This is an optimization exercise on Yosys and OpenROAD, whose aim is small area, a short achievable clock period and few clock cycles per item, not a production implementation. Only simulation tests tie the RTL to the original design; equivalence was not proved.

==> flow/design.v (excerpt) <==
module edge_predict (
  input  wire        clk,
  input  wire        rst,       
  input  wire        start,     
  input  wire [63:0] t_a,       
  input  wire [63:0] t_b,       
  input  wire [63:0] w_a,       
  input  wire [63:0] w_b,       
  input  wire [63:0] x,         
  output reg         busy,
  output reg         done,      
  output wire [63:0] result     
);
For scale: about 7600 cells after synthesis, roughly 390 I/O pins.
==> flow/config.mk <==
export PLATFORM = sky130hd
export DESIGN_NAME = edge_predict
export DESIGN_NICKNAME = edge_predict
export VERILOG_FILES = /design/flow/design.v
export SDC_FILE = /design/flow/constraint.sdc
export NUM_CORES = 4
export LEC_CHECK = 0
export CAP_MARGIN = 20
export CORE_MARGIN = 2
export CORE_UTILIZATION = 55
export PLACE_DENSITY = 0.75
export SLEW_MARGIN = 20
==> flow/constraint.sdc <==
create_clock -name core_clock -period 50.0 [get_ports {clk}]
set_input_delay 10.0000 -clock core_clock [delete_from_list [all_inputs] [get_ports {clk}]]
set_output_delay 10.0000 -clock core_clock [all_outputs]
set_load 0.01 [all_outputs]
standard.sh (not shown) runs the stock make flow with config.mk's settings and CLKGATE_MAP_FILE= SYNTH_SCRIPT=/design/flow/synth_recipe.tcl, a recipe that flattens the netlist after the stock synthesis.
==> flow/flow/run.sh <==
#!/bin/bash
# The standard layout (the standard.sh: standard synthesis, floorplan,
# placement, CTS, routing) with repair_timing asked to leave a setup slack
# of at least 38.5 ns at the design's 50 ns clock, so that it sizes and
# buffers the critical paths instead of stopping once 50 ns is met.
set -euo pipefail
bash standard.sh SETUP_SLACK_MARGIN=38.5 finish > standard_flow.log 2>&1
Testbench counts at the start, summed over its fixed seeds: cycles 6,165, items 512.
Then changed:
==> flow/flow/run.sh (replaced) <==
#!/bin/bash
set -euo pipefail
bash standard.sh SETUP_SLACK_MARGIN=38.5 \
  'BUFFER_PORTS_ARGS=-buffer_cell sky130_fd_sc_hd__buf_2' finish > standard_flow.log 2>&1
ABC_AREA = 1   (was unset)
CORE_UTILIZATION = 40   (was 55)
PLACE_DENSITY = unset   (was 0.75)
First-iteration DRC count decreases by a quarter to a third; via count decreases by a little under a tenth; routed wire length decreases by roughly a tenth; final cell count increases by roughly a tenth; non-clock buffer count decreases by 254.
Then changed:
==> flow/flow/run.sh (replaced) <==
#!/bin/bash
# The standard layout (the standard.sh: standard synthesis, floorplan,
# placement, CTS, routing) with repair_timing asked to leave a setup slack
# of at least 38.5 ns at the design's 50 ns clock, so that it sizes and
# buffers the critical paths instead of stopping once 50 ns is met.
set -euo pipefail
bash standard.sh SETUP_SLACK_MARGIN=38.5 finish > standard_flow.log 2>&1
ABC_AREA = unset   (was 1)
Result:
- The changed run completed with no timing, DRC or antenna violations
- routed wire length increases by about a fifth
- critical path depth is unchanged
- hold slack is better by 0.051 ns
Then changed:
ABC_AREA = 1   (was unset)
Outcome: The changed run finished with timing, DRC and antenna clean. Area after synthesis decreases by a few percent. Clock skew went down by 0.0046 ns. Register-to-register slack is better by 0.20 ns.

========
edge_predict, a different RTL version from the one above (not shown whole).
For scale: ~7000 cells after synthesis, ~390 I/O pins, ~0.059 mm2 of cells after synthesis.
clock: 50.0 ns
lec_check: 0
cap_margin: 20
core_margin: 2
core_utilization: 40
slew_margin: 20
run.sh (not shown) runs the stock make flow with config.mk's settings and CLKGATE_MAP_FILE= SYNTH_SCRIPT=/design/flow/synth_recipe.tcl, a recipe that flattens the netlist after the stock synthesis.
Stock flow here: none of the scripts above is used.
The baseline completed without violations.
Testbench counts at the start, summed over its fixed seeds: cycles 6,165, items 512.
Then changed:
==> flow/flow/run.sh (new file) <==
#!/bin/bash
# The standard layout (the standard.sh: standard synthesis, floorplan,
# placement, CTS, routing) with repair_timing asked to leave a setup slack
# of at least 38.5 ns at the design's 50 ns clock, so that it sizes and
# buffers the critical paths instead of stopping once 50 ns is met.
set -euo pipefail
bash standard.sh SETUP_SLACK_MARGIN=38.5 finish > standard_flow.log 2>&1
==> flow/standard.sh (new file) <==
#!/bin/bash
# synth_recipe.tcl (not shown) runs the flow's synth.tcl, then flattens the netlist and writes it again
# the make line also repeats each setting of config.mk as NAME=value (left out here)
make -C /OpenROAD-flow-scripts/flow DESIGN_CONFIG=/design/flow/config.mk WORK_HOME=/design/flow/orfs CLKGATE_MAP_FILE= SYNTH_SCRIPT=/design/flow/synth_recipe.tcl "${@:-finish}"
removed: flow/run.sh
The new run completed without violations.
Clock-buffer cell count rises by 5.
Maximum frequency rises by 35%.
Worst setup slack gets better by 4.4 ns.
Wire length rises by 8.4%.

==> port drivers added, routing unchanged <==
The flow's constraints put no driver on any port. The routed layouts listed below were extracted and timed again, unchanged, in two steps. Step 1 assumes that a clkbuf_16 drives the clock port and a buf_2 every other input. Step 2, shift: input delay + t, output delay - t, t = (earliest + latest rising clock arrival at the registers) / 2. This alone moves slack from input paths to output paths. Three values: no drivers, after step 1, after step 2; two values: the first two.
run | shift t [ns] | slack for setup (ns) | hold WS [ns] | worst setup path at the end | latest minus earliest clock arrival (ns)
the first run of note 1 | 0.782 | 38.492 / 38.413 / 38.238 | 0.484 / 0.484 / 0.484 | input to register | 0.027 / 0.027
the second run of note 1 | 0.760 | 38.464 / 38.380 / 38.800 | 0.426 / 0.426 / 0.426 | register to register | 0.031 / 0.032
the third run of note 1 | 0.785 | 38.491 / 38.409 / 38.333 | 0.478 / 0.478 / 0.478 | input to register | 0.042 / 0.042
the fourth run of note 1 | 0.759 | 38.512 / 38.429 / 38.464 | 0.429 / 0.429 / 0.429 | input to register | 0.038 / 0.038
the first run of note 2 | 0.750 | 33.176 / 33.176 / 33.176 | 0.476 / 0.476 / 0.476 | register to register | 0.026 / 0.025
the second run of note 2 | 0.762 | 37.526 / 37.526 / 37.526 | 0.477 / 0.477 / 0.477 | register to register | 0.028 / 0.028
After both steps setup and hold are still met in every run listed. The setup slack of the first run of note 1, which loses most, moves by -0.079 ns with the drivers and by -0.254 ns with both steps.
